From an optimization exercise on the open Yosys and OpenROAD flow, aimed at small area and a short achievable clock period; shortcuts taken in it are not production practice.
Function was checked by simulation only, so behaviour that the tests miss may differ from the original.
Power and IR drop assume default switching activity.

== red ==
## le_fpu
module le_fpu (
    input  wire        clk,
    input  wire        rst,         
    input  wire        in_valid,
    input  wire [31:0] in_insn,
    input  wire [31:0] in_a,        
    input  wire [31:0] in_b,        
    output reg         out_valid,
    output reg         out_fault,   
    output reg         out_wen,     
    output reg  [4:0]  out_rd,
    output reg  [31:0] out_data
);
make LEC_CHECK=0 CAP_MARGIN=20 CORE_MARGIN=2 CORE_UTILIZATION=45 SETUP_SLACK_MARGIN=0.3 SLEW_MARGIN=20 SYNTH_HIERARCHICAL=1 SYNTH_MINIMUM_KEEP_SIZE=0 finish   # period 16.0 ns
run.sh (not shown) runs the stock make flow with config.mk's settings and CLKGATE_MAP_FILE= SYNTH_SCRIPT=/design/flow/synth_recipe.tcl, a recipe that flattens the netlist after the stock synthesis.
#### Input delta (blue over red)
- SETUP_SLACK_MARGIN removed (was 0.3)
==> flow/flow/run.sh (new file) <==
#!/bin/bash
set -euo pipefail
export SETUP_SLACK_MARGIN=${SETUP_SLACK_MARGIN:-7}
export BUFFER_PORTS_ARGS="-buffer_cell sky130_fd_sc_hd__buf_2"
bash standard.sh > run.log 2>&1
==> flow/standard.sh (new file) <==
#!/bin/bash
# synth_recipe.tcl (not shown) runs the flow's synth.tcl, then flattens the netlist and writes it again
# the make line also repeats each setting of config.mk as NAME=value (left out here)
make -C /OpenROAD-flow-scripts/flow DESIGN_CONFIG=/design/flow/config.mk WORK_HOME=/design/flow/orfs CLKGATE_MAP_FILE= SYNTH_SCRIPT=/design/flow/synth_recipe.tcl "${@:-finish}"
removed: flow/run.sh
--- outcome ---
blue finished every stage and its layout cleared the timing, DRC and antenna checks.
In the route summary, blue ends up with a via count exceeding that of red.
red → blue: leakage dissipation increased 11%, post-layout instance area increased about 9%, fmax increased 31%, count of multi-input gates essentially unchanged.
Looking only at weighted congestion reported at the end of routability-driven placement, and setting everything else aside, the higher value of blue and red goes to blue.
Compared to red, blue has non-clock buffer count 171 higher.
Between blue and red, the synthesis-to-finish area growth is lower for red.
Per the comparison of blue with red, clock network power share went up by 0.2 points; post-cts gate resize count higher.
On total power: between blue and red, it ends up lower for red.
Run comparison: red worst setup path startpoint in_a[27]; blue worst setup path startpoint in_a[28]

* * *

Starting RTL as in the previous note.
Settings: LEC_CHECK=0, CAP_MARGIN=20, CORE_MARGIN=2, CORE_UTILIZATION=45, SLEW_MARGIN=20, SYNTH_HIERARCHICAL=1, SYNTH_MINIMUM_KEEP_SIZE=0; clock period 16.0 ns.
standard.sh (not shown) runs the stock make flow with config.mk's settings and CLKGATE_MAP_FILE= SYNTH_SCRIPT=/design/flow/synth_recipe.tcl, a recipe that flattens the netlist after the stock synthesis.
==> flow/flow/run.sh <==
#!/bin/bash
set -euo pipefail
export SETUP_SLACK_MARGIN=${SETUP_SLACK_MARGIN:-5}
export BUFFER_PORTS_ARGS="-buffer_cell sky130_fd_sc_hd__buf_2"
bash standard.sh > run.log 2>&1
The first run finished with timing, DRC and antenna clean.
Rerun with:
==> flow/run.sh (new file) <==
#!/bin/bash
# synth_recipe.tcl (not shown) runs the flow's synth.tcl, then flattens the netlist and writes it again
# the make line also repeats each setting of config.mk as NAME=value (left out here)
make -C /OpenROAD-flow-scripts/flow DESIGN_CONFIG=/design/flow/config.mk WORK_HOME=/design/flow/orfs CLKGATE_MAP_FILE= SYNTH_SCRIPT=/design/flow/synth_recipe.tcl finish
SETUP_SLACK_MARGIN = 5   (was default)
removed: flow/flow/run.sh
removed: flow/standard.sh
Outcome: The new run passed the timing, DRC and antenna checks. Design area rises by a few percent. Clock power grows by about a fifth. Total power climbs slightly. Synthesized area does not change. Sequential power is higher slightly. Setup slack loses 0.066 ns. Sequential share of layout area went down by 0.12 points.
Rerun with:
==> flow/flow/run.sh (new file) <==
#!/bin/bash
set -euo pipefail
export SETUP_SLACK_MARGIN=${SETUP_SLACK_MARGIN:-8}
export BUFFER_PORTS_ARGS="-buffer_cell sky130_fd_sc_hd__buf_2"
bash standard.sh > run.log 2>&1
==> flow/standard.sh (new file) <==
#!/bin/bash
# synth_recipe.tcl (not shown) runs the flow's synth.tcl, then flattens the netlist and writes it again
# the make line also repeats each setting of config.mk as NAME=value (left out here)
make -C /OpenROAD-flow-scripts/flow DESIGN_CONFIG=/design/flow/config.mk WORK_HOME=/design/flow/orfs CLKGATE_MAP_FILE= SYNTH_SCRIPT=/design/flow/synth_recipe.tcl "${@:-finish}"
SETUP_SLACK_MARGIN = default   (was 5)
removed: flow/run.sh
Outcome: The changed run passed the timing, DRC and antenna checks; design area rises by 11%; power rose by 5.1%; via count went up by 5.6%; sequential share of layout area came out lower by 0.34 points; worst setup slack is better by 0.90 ns; cell count came out higher by 5.0%; global-route usage rises by 1.1 points; synthesized cell count is unchanged; area after synthesis does not change; clock power came out lower by about 7%; non-clock buffer count increases by 232.

* * *

## violet
le_fpu, a different RTL version from the one above (not shown whole).
For scale: ~3700 cells after synthesis, roughly 140 I/O pins.
clock: 16.0 ns
lec_check: 0
cap_margin: 20
core_margin: 2
core_utilization: 45
slew_margin: 20
synth_hierarchical: 1
synth_minimum_keep_size: 0
tns_end_percent: 5
==> flow/flow/run.sh <==
#!/bin/bash
set -euo pipefail
export SETUP_SLACK_MARGIN=${SETUP_SLACK_MARGIN:-6.5}
export BUFFER_PORTS_ARGS="-buffer_cell sky130_fd_sc_hd__buf_2"
bash standard.sh > run.log 2>&1
Changes in raven relative to violet:
Settings: TNS_END_PERCENT removed (was 5).
==> flow/flow/run.sh <==
#!/bin/bash
set -euo pipefail
export SETUP_SLACK_MARGIN=${SETUP_SLACK_MARGIN:-7}
export BUFFER_PORTS_ARGS="-buffer_cell sky130_fd_sc_hd__buf_2"
bash standard.sh > run.log 2>&1
[summary]
- Compare raven and violet | cell area lower: violet
- As of raven, cell count along the critical path had fallen by more than 10% compared to violet.
- [compare] base=violet new=raven: share of total power in the clock network fell by 0.2 points, wire length rose by 1400 microns, fmax rose by 0.41%.

-- port drivers added, routing unchanged --
The flow's constraints put no driver on any port. The routed layouts listed below were extracted and timed again, unchanged, in two steps. Step 1: set_driving_cell puts a clkbuf_16 on clk and a buf_2 on each other input, an assumption about the parent block. Step 2 adds t to the input delays and takes it off the output delays; t is the mean of the earliest and latest rising clock arrival at the registers after step 1. Input paths then give back, and output paths get back, about the clock's delay inside the block. Three values: ideal, step 1, step 2; two values: the first two.
run	shift t [ns]	slack for setup (ns)	latest minus earliest clock arrival (ns)	worst slew at a driven data input, ns	cell pins on the clock port's net
red	0.401	2.925 / 2.948 / 2.547	0.012 / 0.013	0.05	1
blue	0.404	6.044 / 6.032 / 5.628	0.012 / 0.012	0.06	1
the first run of note 2	0.396	5.212 / 5.242 / 4.847	0.013 / 0.013	0.08	1
the second run of note 2	0.402	5.146 / 5.093 / 4.806	0.013 / 0.012	0.05	1
the third run of note 2	0.401	6.051 / 6.011 / 5.610	0.017 / 0.016	0.15	1
violet	0.399	6.226 / 6.211 / 5.813	0.011 / 0.011	0.27	1
raven	0.389	6.266 / 6.175 / 5.787	0.008 / 0.009	0.21	1
After both steps every run listed still meets setup and hold. The setup slack of raven, which loses most, moves by -0.091 ns with the drivers and by -0.479 ns with both steps.
